Context: an optimization exercise on an open-source flow, tuned for small area, a short achievable clock period and few clock cycles. The choices shown serve that exercise and are no tape-out recipe.
The RTL was checked by simulation tests, not by an equivalence proof against the original design.
Power figures rest on the tool's default switching activity, not on a simulated workload.

// lens_intu
module lens_intu (
    input         clk,
    input         rst,
    input         a0_mv,
    input  [3:0]  a0_port,
    input  [31:0] a0_data,
    input         a1_mv,
    input  [3:0]  a1_port,
    input  [31:0] a1_data,
    input         m_mv,
    input  [3:0]  m_port,
    input  [31:0] m_data,
    input         d_mv,
    input  [3:0]  d_port,
    input  [31:0] d_data,
    output [31:0] a0_out,
    output        a0_bwe,
    output [7:0]  a0_bidx,
    output        a0_bval,
    output [31:0] a1_out,
    output        a1_bwe,
    output [7:0]  a1_bidx,
    output        a1_bval,
    output [31:0] mlo,
    output [31:0] mhi,
    output [31:0] d_out,
    output [31:0] d_rem,
    output        d_busy,
    output        d_done,
    output        d_set16,
    output        d_set17
);
    lens_alu u_alu0 (.clk(clk), .rst(rst), .mv(a0_mv), .port(a0_port), .data(a0_data),
  ...
clock: 11.0 ns
lec_check: 0
cap_margin: 20
core_margin: 2
core_utilization: 50
setup_slack_margin: 5
slew_margin: 20
standard.sh (not shown) runs the stock make flow with config.mk's settings and CLKGATE_MAP_FILE= SYNTH_SCRIPT=/design/flow/synth_recipe.tcl, a recipe that flattens the netlist after the stock synthesis.
==> flow/flow/run.sh <==
#!/bin/bash
set -euo pipefail
M=6.5
sed -e "s/SETUP_SLACK_MARGIN=[0-9.]*/SETUP_SLACK_MARGIN=$M \"BUFFER_PORTS_ARGS=-buffer_cell sky130_fd_sc_hd__buf_1\"/" standard.sh > standard_tuned.sh
grep -q "SETUP_SLACK_MARGIN=$M" standard_tuned.sh
bash standard_tuned.sh > standard.log 2>&1
The baseline completed without violations.
Testbench counts at the start, summed over its fixed seeds: cycles 37,904.
Next try:
--- a/flow/design.v
+++ b/flow/design.v
@@ -12,14 +12,15 @@
     reg [31:0] b;
     reg [7:0]  kd;              
     reg [15:0] s_lo;
     reg [15:0] s_h0;
     reg [15:0] s_h1;
     reg        s_c;
     reg        k0, k1, k_c;
+    reg [31:0] oth_r;
     wire [31:0] a = data;
     wire [15:0] al_s, ah0_s, ah1_s, sl_s, sh0_s, sh1_s;
     wire        al_c, ah0_c, ah1_c, sl_c, sh0_c, sh1_c;
     csel16 u_al (.a(a[15:0]),  .b(b[15:0]),   .s0(al_s),  .s1(),      .c0(al_c),  .c1());
     csel16 u_ah (.a(a[31:16]), .b(b[31:16]),  .s0(ah0_s), .s1(ah1_s), .c0(ah0_c), .c1(ah1_c));
     csel16 u_sl (.a(a[15:0]),  .b(~b[15:0]),  .s0(),      .s1(sl_s),  .c0(),      .c1(sl_c));
     csel16 u_sh (.a(a[31:16]), .b(~b[31:16]), .s0(sh0_s), .s1(sh1_s), .c0(sh0_c), .c1(sh1_c));
@@ -53,36 +54,38 @@
     wire        e10  = go && port == 4'd10;
     wire        e11  = go && port == 4'd11;
     wire        e12  = go && port == 4'd12;
     wire        e13  = go && port == 4'd13;
     wire        e14  = go && port == 4'd14;
     wire        e15  = go && port == 4'd15;
     wire        hold = !rst && !(mv && port >= 4'd3);
-    wire [31:0] oth_nxt = ({32{e5}} & (a & b))
+    wire [31:0] oth_nxt = ({32{hold}} & oth_r)
+                        | ({32{e5}} & (a & b))
                         | ({32{e6}} & (a | b))
                         | ({32{e7}} & (a ^ b))
                         | ({32{e8}} & (a & ~b))
                         | ({32{e9}} & mask_l & rl)
                         | ({32{e12}} & rl)
                         | ({32{e10 | e11}} & mask_r & rr)
                         | ({32{e11 & a[31]}} & ~mask_r)
                         | {31'd0, e13 & eq};
     wire [15:0] s_hi = s_c ? s_h1 : s_h0;
     wire        kbit = k_c ? k1 : k0;
-    assign out = {s_hi, s_lo} | {31'd0, kbit};
+    assign out = {s_hi, s_lo} | oth_r | {31'd0, kbit};
     assign bidx = kd;
     assign bval = out[0];
     always @(posedge clk) begin
-        s_lo  <= ({16{hold}} & s_lo) | ({16{e3}} & al_s)  | ({16{e4}} & sl_s)  | oth_nxt[15:0];
-        s_h0  <= ({16{hold}} & s_h0) | ({16{e3}} & ah0_s) | ({16{e4}} & sh0_s) | oth_nxt[31:16];
+        s_lo  <= ({16{hold}} & s_lo) | ({16{e3}} & al_s)  | ({16{e4}} & sl_s);
+        s_h0  <= ({16{hold}} & s_h0) | ({16{e3}} & ah0_s) | ({16{e4}} & sh0_s);
         s_h1  <= ({16{hold}} & s_h1) | ({16{e3}} & ah1_s) | ({16{e4}} & sh1_s);
         s_c   <= (hold & s_c) | (e3 & al_c) | (e4 & sl_c);
         k0    <= (hold & k0) | (e15 & ltu0) | (e14 & (ltu0 ^ x));
         k1    <= (hold & k1) | (e15 & ltu1) | (e14 & (ltu1 ^ x));
         k_c   <= (hold & k_c) | ((e14 | e15) & sl_c);
+        oth_r <= oth_nxt;
         bwe   <= go && (port >= 4'd13) && (kd != 8'd0);
         if (rst) begin
             b  <= 32'd0;
             kd <= 8'd0;
         end else begin
             if (mv && port == 4'd0) b  <= data;
             if (mv && port == 4'd1) kd <= data[7:0];
@@ -163,17 +166,14 @@
     wire aneg = sgn && data[31];
     wire dneg = sgn && dvsr[31];
     wire [31:0] neg_x = -out;
     wire [31:0] neg_y = -(busy_r ? rem : dvsr);
     wire [31:0] abs_d = dneg ? neg_y : dvsr;
     wire [31:0] abs_a = neg_r ? neg_x : out;     
     wire [31:0] a_lz  = aneg ? {~data[30:0], 1'b1} : data;
-    wire [5:0]  lz_p  = clz32(dvsr);
-    wire [5:0]  lz_n  = clz32(~dvsr);
-    wire [4:0]  clz_d_est = dneg ? (lz_n[5] ? 5'd31 : lz_n[4:0]) : lz_p[4:0];
     wire [6:0]  u     = {2'b0, clz_d} - {1'b0, clz_n} + 7'd1;    
     wire        qz    = u[6] || (u == 7'd0);
     wire [6:0]  m     = u + {6'd0, u[0]};                         
     wire [4:0]  sh    = 5'd0 - m[4:0];                            
     wire [31:0] n0    = sh[1] ? {abs_a[29:0], abs_a[31:30]} : abs_a;
     wire [31:0] n1    = sh[2] ? {n0[27:0], n0[31:28]} : n0;
     wire [31:0] n2    = sh[3] ? {n1[23:0], n1[31:24]} : n1;
@@ -249,15 +249,15 @@
         end
     end
     always @(posedge clk) begin
         d3 <= {2'b0, d} + {1'b0, d, 1'b0};    
         if (!busy_r) begin
             ph    <= PRE;
             d     <= abs_d;
-            clz_d <= clz_d_est;
+            clz_d <= clz32(abs_d);
             clz_n <= clz32(a_lz);
             neg_q <= sgn && (data[31] ^ dvsr[31]);
             neg_r <= aneg;
             sgn_r <= sgn;
         end else begin
             case (ph)
                 PRE: begin
Die area rises by about 2%. Global-route usage falls by 1.8 points. Non-clock buffer count falls by 54. Power rises by 1.1%. Wire length falls by about 4.7%. Design area rises by 1.2%. Critical path depth falls by 2. Cell count rises by 0.36%. Hold slack improves by 0.039 ns. Clock-buffer cell count rises by 1. Synthesized cell count falls by about 0.4%. Setup slack improves by 0.10 ns. Clock skew falls by 0.017 ns.
Testbench counts after the change, summed over its fixed seeds: cycles 37,904.

## afterwards: timing with drivers on the ports
In the flow no input, the clock included, has a driving cell. The finished layouts below were timed again as built, in two steps. Step 1: set_driving_cell puts a clkbuf_16 on clk and a buf_2 on each other input, an assumption about the parent block. Step 2 times the ports against the registers' clock, not the clock port: input delays grow and output delays shrink by t, the midpoint of the rising clock arrivals with the driver on. Three values: no drivers, after step 1, after step 2; two values: the first two.
run	t (ns)	setup slack, ns	hold WS [ns]	worst register clock-pin slew, ns
the first run	0.825	6.431 / 6.490 / 5.665	0.370 / 0.370 / 0.370	0.07 / 0.07
the second run	0.847	6.535 / 6.549 / 5.756	0.409 / 0.409 / 0.409	0.07 / 0.07
After both steps every run listed still meets setup and hold. The setup slack of the second run, which loses most, moves by +0.014 ns with the drivers and by -0.779 ns with both steps.
